This design comes from an exercise in tuning for small area and a short achievable clock period on the open sky130 flow, not from production work.
Function was checked by simulation only, so behaviour that the tests miss may differ from the original.
Power and IR drop assume default switching activity.

==> v23 <==
// tt_fpu
module tt_fpu (
    input             clk,
    input             rst,
    input             in_valid,
    input      [3:0]  in_op,
    input      [2:0]  in_cond,
    input             in_pred,
    input      [31:0] in_a,
    input      [31:0] in_b,
    input      [31:0] in_d,
    output reg        out_valid,
    output reg [31:0] out_result,
    output reg [3:0]  out_flags
);
clock: 25.0 ns
lec_check: 0
abc_clock_period_in_ps: 20000
cap_margin: 20
core_margin: 2
core_utilization: 55
place_density: 0.65
setup_slack_margin: 1.0
slew_margin: 20
run.sh (not shown) runs the stock make flow with config.mk's settings and CLKGATE_MAP_FILE= SYNTH_SCRIPT=/design/flow/synth_recipe.tcl, a recipe that flattens the netlist after the stock synthesis.
==> inputs of v16, as changes to v23 <==
--- a/flow/design.v
+++ b/flow/design.v
@@ -29,30 +29,34 @@
     localparam [3:0] F_OVERFLOW  = 4'd4;
     localparam [3:0] F_UNDERFLOW = 4'd8;
     localparam [31:0] QNAN = 32'h7FC0_0000;
     localparam [1:0] K_ARITH = 2'd0;    
     localparam [1:0] K_CVTF  = 2'd1;    
     localparam [1:0] K_SIMPLE = 2'd2;   
     wire in_addsub = (in_op == OP_FADD) || (in_op == OP_FSUB);
+    wire in_fma    = in_addsub || (in_op == OP_FMUL) || (in_op == OP_FMA) || (in_op == OP_FMS);
+    wire in_use_p  = in_fma && (in_a[30:23] != 8'h00) && (in_addsub || (in_b[30:23] != 8'h00));
     reg        v0;
     reg [3:0]  op0;
     reg [2:0]  cond0;
     reg        pred0;
     reg [31:0] a0, y0, z0;
+    reg        up0;
     always @(posedge clk) begin
         if (rst)
             v0 <= 1'b0;
         else
             v0 <= in_valid;
         op0   <= in_op;
         cond0 <= in_cond;
         pred0 <= in_pred;
         a0    <= in_a;
         y0    <= in_addsub ? 32'h3F80_0000 : in_b;
         z0    <= in_addsub ? in_b : in_d;
+        up0   <= in_use_p;
     end
     wire is_fma   = (op0 == OP_FADD) || (op0 == OP_FSUB) || (op0 == OP_FMUL) ||
                     (op0 == OP_FMA) || (op0 == OP_FMS);
     wire is_cvti  = (op0 == OP_FCVTI);
     wire is_cvtf  = (op0 == OP_FCVTF);
     wire is_fmul  = (op0 == OP_FMUL);
     wire [31:0] b0 = y0;
@@ -68,71 +72,52 @@
     wire y_fz   = (y0[22:0] == 23'd0);
     wire z_fz   = (z0[22:0] == 23'd0);
     wire a_nan  = a_max && !a_fz;
     wire b_nan  = y_max && !y_fz;
     wire a_snan = a_nan && !a0[22];
     wire b_snan = b_nan && !y0[22];
     wire b_zero = y_zero;
-    wire [31:0] a_fl = a_zero ? {a0[31], 31'd0} : a0;
-    wire [31:0] b_fl = b_zero ? {b0[31], 31'd0} : b0;
-    wire mag_lt = (a_fl[30:0] <  b_fl[30:0]);
-    wire mag_eq = (a_fl[30:0] == b_fl[30:0]);
+    wire sa = a0[31];
+    wire sb = b0[31];
+    wire is_minmax = (op0 == OP_FMIN) || (op0 == OP_FMAX);
+    wire is_absneg = (op0 == OP_FABS) || (op0 == OP_FNEG);
+    wire is_cmp    = (op0 == OP_FCMP);
+    wire is_sel    = (op0 == OP_FSEL);
     wire both_zero = a_zero && b_zero;
-    wire key_lt = (a_fl[31] != b_fl[31]) ? a_fl[31] :
-                  (a_fl[31] ? (!mag_lt && !mag_eq) : mag_lt);
-    wire key_eq = (a_fl[31] == b_fl[31]) && mag_eq;
-    reg [31:0] sp_res;
-    reg [3:0]  sp_flags;
-    reg        cmp_bit;
-    wire       cmp_eq = both_zero || key_eq;
-    wire       cmp_lt = !cmp_eq && key_lt;
+    wire mag_lt = !both_zero && (a0[30:0] <  b0[30:0]);
+    wire mag_eq =  both_zero || (a0[30:0] == b0[30:0]);
+    wire key_lt = (sa != sb) ? sa : (sa ? (!mag_lt && !mag_eq) : mag_lt);
+    wire key_eq = (sa == sb) && mag_eq;
+    wire cmp_eq = both_zero || key_eq;
+    wire cmp_lt = !cmp_eq && key_lt;
+    reg  cmp_bit;
     always @* begin
-        cmp_bit = 1'b0;
         case (cond0)
             3'd0:    cmp_bit = cmp_eq;
             3'd1:    cmp_bit = !cmp_eq;
             3'd2:    cmp_bit = cmp_lt;
             3'd3:    cmp_bit = !cmp_lt;
             default: cmp_bit = 1'b0;
         endcase
-        sp_res   = 32'd0;
-        sp_flags = 4'd0;
-        case (op0)
-            OP_FMIN, OP_FMAX: begin
-                sp_flags = (a_snan || b_snan) ? F_INVALID : 4'd0;
-                if (a_nan && b_nan)
-                    sp_res = QNAN;
-                else if (a_nan)
-                    sp_res = b_fl;
-                else if (b_nan)
-                    sp_res = a_fl;
-                else if (op0[0])    
-                    sp_res = (!key_lt) ? a_fl : b_fl;
-                else
-                    sp_res = (key_lt || key_eq) ? a_fl : b_fl;
-            end
-            OP_FABS, OP_FNEG: begin
-                if (a_nan)
-                    sp_res = QNAN;
-                else
-                    sp_res = {(op0[0] ? ~a_fl[31] : 1'b0), a_fl[30:0]};
-            end
-            OP_FCMP: begin
-                if (a_nan || b_nan) begin
-                    sp_res   = {31'd0, (cond0 == 3'd1) || (cond0 == 3'd4)};
-                    sp_flags = (a_snan || b_snan || cond0 == 3'd2 || cond0 == 3'd3) ? F_INVALID : 4'd0;
-                end else begin
-                    sp_res   = {31'd0, cmp_bit};
-                end
-            end
-            default: begin    
-                sp_res = pred0 ? a0 : b0;
-            end
-        endcase
     end
+    wire cmp_res = (a_nan || b_nan) ? ((cond0 == 3'd1) || (cond0 == 3'd4)) : cmp_bit;
+    wire cmp_inv = (a_nan || b_nan) && (a_snan || b_snan || cond0 == 3'd2 || cond0 == 3'd3);
+    wire mm_a = b_nan || (!a_nan && (op0[0] ? !key_lt : (key_lt || key_eq)));
+    wire sel_a = (is_minmax && !a_nan && mm_a) || (is_absneg && !a_nan) || (is_sel && pred0);
+    wire sel_b = (is_minmax && !b_nan && !mm_a) || (is_sel && !pred0);
+    wire sel_q = (is_minmax && a_nan && b_nan) || (is_absneg && a_nan);
+    wire keep_a = is_sel || !a_zero;
+    wire keep_b = is_sel || !b_zero;
+    wire sign_a = is_absneg ? (op0[0] && !sa) : sa;
+    wire [31:0] sp_res = {(sel_a && sign_a) || (sel_b && sb),
+                          ((sel_a && keep_a) ? a0[30:0] : 31'd0) |
+                          ((sel_b && keep_b) ? b0[30:0] : 31'd0) |
+                          (sel_q ? QNAN[30:0] : 31'd0) |
+                          {30'd0, is_cmp && cmp_res}};
+    wire [3:0]  sp_flags = ((is_minmax && (a_snan || b_snan)) || (is_cmp && cmp_inv)) ? F_INVALID : 4'd0;
     wire z_zero = is_fmul || (ez == 8'h00);
     wire z_inf  = !is_fmul && z_max && z_fz;
     wire z_nan  = !is_fmul && z_max && !z_fz;
     wire x_inf  = a_max && a_fz;
     wire y_inf  = y_max && y_fz;
     wire any_nan  = a_nan || b_nan || z_nan;
     wire any_snan = a_snan || b_snan || (z_nan && !z0[22]);
@@ -153,16 +138,15 @@
         end else if (x_inf || y_inf) begin
             spec = 2'd2; spec_s = ps;
         end else if (z_inf) begin
             spec = 2'd2; spec_s = zs;
         end
     end
     wire [47:0] pr_s, pr_c;
-    mul24cs u_mul (.x({1'b1, a0[22:0]}), .y({1'b1, y0[22:0]}), .s(pr_s), .c(pr_c));
-    wire use_p = is_fma && !p_zero;
+    mul24cs u_mul (.x({1'b1, a0[22:0]}), .y({up0, y0[22:0] & {23{up0}}}), .s(pr_s), .c(pr_c));
     wire cvti_neg = is_cvti && a0[31];
     wire [10:0] t1 = {3'd0, ea};
     wire [10:0] t2 = {3'd0, ey};
     wire [10:0] t3 = ~{3'd0, ez};
     wire [10:0] t4 = 11'd1949;    
     wire [10:0] u1 = t1 ^ t2 ^ t3;
     wire [10:0] u2 = {(t1[9:0] & t2[9:0]) | (t1[9:0] & t3[9:0]) | (t2[9:0] & t3[9:0]), 1'b0};
@@ -186,60 +170,59 @@
             if (mz[j] && (sh_x[6:0] > 7'd51 + j))
                 al_lo = 1'b1;
     end
     wire al_st = !clamp && (sh_big ? (mz != 24'd0) : al_lo);
     wire [74:0] aw_p = al_w |
                      {74'd0, al_st} |
                      (is_cvti ? {43'd0, a0} : 75'd0) |
-                     ((is_fma || is_cvti || is_cvtf) ? 75'd0 : {39'd0, sp_flags, sp_res});
+                     {39'd0, sp_flags, sp_res};
     wire sub_p = is_fma ? (zs != ps) : cvti_neg;
+    wire [75:0] r_s = {27'd0, pr_s | {16'd0, cvti_neg, 31'd0}, 1'b0};
+    wire [75:0] r_c = {27'd0, pr_c, 1'b0};
+    wire [75:0] r_z = {sub_p, sub_p ? ~aw_p : aw_p};
+    wire [75:0] cs_s = r_s ^ r_c ^ r_z;
+    wire [75:0] cs_c = {(r_s[74:0] & r_c[74:0]) | (r_s[74:0] & r_z[74:0]) | (r_c[74:0] & r_z[74:0]), 1'b0};
     wire signed [10:0] ew0 = is_cvti ? 11'sd0 :
                              clamp ? ($signed({3'd0, ez}) - 11'sd201) :
                                      ($signed({3'd0, ea}) + $signed({3'd0, ey}) - 11'sd301);
     wire cf_nan = a_nan;
     wire cf_sat = !a_nan && ((ea > 8'd158) || ((ea == 8'd158) && (!a0[31] || !a_fz)));
     reg        v1;
     reg [1:0]  kind1;
-    reg [47:0] ps1r, pc1r;
-    reg [74:0] aw1;     
+    reg [75:0] cs1;     
+    reg [49:2] cc1;     
     reg        sub1;
     reg        zs1, ps1, zsps1;
     reg signed [10:0] ew1;
     reg [1:0]  spec1;
     reg        spec_s1, spec_inv1;
     reg        cf_s1, cf_nan1, cf_sat1;
     always @(posedge clk) begin
         if (rst)
             v1 <= 1'b0;
         else
             v1 <= v0;
         kind1     <= (is_fma || is_cvti) ? K_ARITH : (is_cvtf ? K_CVTF : K_SIMPLE);
-        ps1r      <= use_p ? pr_s : {16'd0, cvti_neg, 31'd0};
-        pc1r      <= use_p ? pr_c : 48'd0;
-        aw1       <= sub_p ? ~aw_p : aw_p;
+        cs1       <= cs_s;
+        cc1       <= cs_c[49:2];
         sub1      <= sub_p;
         zs1       <= is_cvti ? a0[31] : zs;
         ps1       <= is_cvti ? a0[31] : ps;
         zsps1     <= is_cvti ? 1'b0 : (zs && ps);
         ew1       <= ew0;
         spec1     <= is_fma ? spec : 2'd0;
         spec_s1   <= spec_s;
         spec_inv1 <= spec_inv;
         cf_s1     <= a0[31];
         cf_nan1   <= cf_nan;
         cf_sat1   <= cf_sat;
     end
-    wire [75:0] r_s = {27'd0, ps1r, 1'b0};
-    wire [75:0] r_c = {27'd0, pc1r, 1'b0};
-    wire [75:0] r_z = {sub1, aw1};
-    wire [75:0] cs_s = r_s ^ r_c ^ r_z;
-    wire [75:0] cs_c = {(r_s[74:0] & r_c[74:0]) | (r_s[74:0] & r_z[74:0]) | (r_c[74:0] & r_z[74:0]), 1'b0};
     wire [75:0] sum;
     wire        cout;
-    eac76 u_add (.a(cs_s), .b(cs_c), .eac(sub1), .s(sum), .cout(cout));
+    eac76 u_add (.a(cs1), .b({26'd0, cc1, 2'd0}), .eac(sub1), .s(sum), .cout(cout));
     wire        neg = sub1 && !cout;
     wire [74:0] mag = sum[74:0];
     wire        rs  = neg ? zs1 : ps1;
     reg        v2;
     reg [1:0]  kind2;
     reg [74:0] mag2;
     reg        rs2, zsps2;
@@ -263,15 +246,21 @@
         cf_s2     <= cf_s1;
         cf_nan2   <= cf_nan1;
         cf_sat2   <= cf_sat1;
     end
     wire [6:0] lz;
     wire       nz;
     lzc128 u_lzc (.x({mag2, 53'd0}), .cnt(lz), .any(nz));
-    wire [74:0] norm = mag2 << lz;
+    wire [74:0] n6 = lz[6] ? {mag2[10:0], 64'd0} : mag2;
+    wire [74:0] n5 = lz[5] ? {n6[42:0], 32'd0} : n6;
+    wire [74:0] n4 = lz[4] ? {n5[58:0], 16'd0} : n5;
+    wire [74:0] n3 = lz[3] ? {n4[66:0], 8'd0} : n4;
+    wire [74:0] n2 = lz[2] ? {n3[70:0], 4'd0} : n3;
+    wire [74:0] n1 = lz[1] ? {n2[72:0], 2'd0} : n2;
+    wire [74:0] norm = lz[0] ? {n1[73:0], 1'd0} : n1;
     wire [74:0] hi_or;    
     genvar q;
     generate
         for (q = 0; q < 75; q = q + 1) begin : ho
             assign hi_or[q] = |mag2[74:q];
         end
     endgenerate
==> flow/flow/run.sh (new file) <==
#!/bin/bash
# Layout flow: the standard layout (standard synthesis, same settings),
# with two changes to how the layout is made:
#  - timing repair aims for a setup slack of SETUP_MARGIN ns at the design's
#    clock period, so the repair steps size up and buffer the critical paths
#    (the clock period and constraints are unchanged);
#  - the port buffers are sky130_fd_sc_hd__buf_2 cells instead of the
#    default choice (a delay buffer).
# Each tool's full output goes to standard.log in the work folder.
set -euo pipefail
SETUP_MARGIN=19.6
bash standard.sh "SETUP_SLACK_MARGIN=${SETUP_MARGIN}" \
    "BUFFER_PORTS_ARGS=-buffer_cell sky130_fd_sc_hd__buf_2" \
    finish > standard.log 2>&1
==> flow/standard.sh (new file) <==
#!/bin/bash
# synth_recipe.tcl (not shown) runs the flow's synth.tcl, then flattens the netlist and writes it again
# the make line also repeats each setting of config.mk as NAME=value (left out here)
make -C /OpenROAD-flow-scripts/flow DESIGN_CONFIG=/design/flow/config.mk WORK_HOME=/design/flow/orfs CLKGATE_MAP_FILE= SYNTH_SCRIPT=/design/flow/synth_recipe.tcl "${@:-finish}"
==> flow/config.mk (replaced) <==
export PLATFORM = sky130hd
export DESIGN_NAME = tt_fpu
export DESIGN_NICKNAME = tt_fpu
export VERILOG_FILES = /design/flow/design.v
export SDC_FILE = /design/flow/constraint.sdc
export NUM_CORES = 4
export LEC_CHECK = 0
export ABC_CLOCK_PERIOD_IN_PS = 20000
export CAP_MARGIN = 20
export CORE_MARGIN = 2
export CORE_UTILIZATION = 62
export CTS_CLUSTER_DIAMETER = 100
export CTS_CLUSTER_SIZE = 20
export PLACE_DENSITY = 0.7
export SLEW_MARGIN = 20
removed: flow/run.sh
==> results.txt <==
relative area change from synthesis to final layout=9.284%; DR WL met2=81.56 mm; post-detailed-placement half-perimeter wirelength=138.2 mm; total CTS buffers=54; outcome=finished clean; final weighted congestion of routability-driven global placement=1.094; via count of the first global-routing pass=42,070; headroom to the max-slew limit=0.1052; total placed cells including tap cells=6,582; die boundary width=299.4 um; part of the power in combinational logic=0.643
That was v23.
==> results.txt <==
die boundary width=270.7 um; DR WL met2=70.82 mm; total CTS buffers=30; post-detailed-placement half-perimeter wirelength=121.4 mm; total placed cells including tap cells=5,971; via count of the first global-routing pass=40,570; count of pins over their slew limit=0; relative area change from synthesis to final layout=10.78%; outcome=finished clean; headroom to the max-slew limit=0.3062; CTS root buf=clkbuf_16; final weighted congestion of routability-driven global placement=1.103
That was v16.

-- static timing again, ports no longer ideal --
The flow's constraints put no driver on any port. The routed layouts listed below were extracted and timed again, unchanged, in two steps. Step 1 assumes that a clkbuf_16 drives the clock port and a buf_2 every other input. Step 2, shift: input delay + t, output delay - t, t = (earliest + latest rising clock arrival at the registers) / 2. This alone moves slack from input paths to output paths. Three values: no drivers, after step 1, after step 2; two values: the first two.
run	shift t [ns]	slack for setup (ns)	hold WS [ns]	worst setup path at the end	latest minus earliest clock arrival (ns)
v23	0.700	18.437 / 18.367 / 18.224	0.325 / 0.325 / 0.325	input to register	0.075 / 0.074
v16	0.695	18.920 / 18.852 / 18.689	0.328 / 0.328 / 0.328	input to register	0.044 / 0.044
After both steps every run listed still meets setup and hold. The setup slack of v16, which loses most, moves by -0.068 ns with the drivers and by -0.231 ns with both steps.
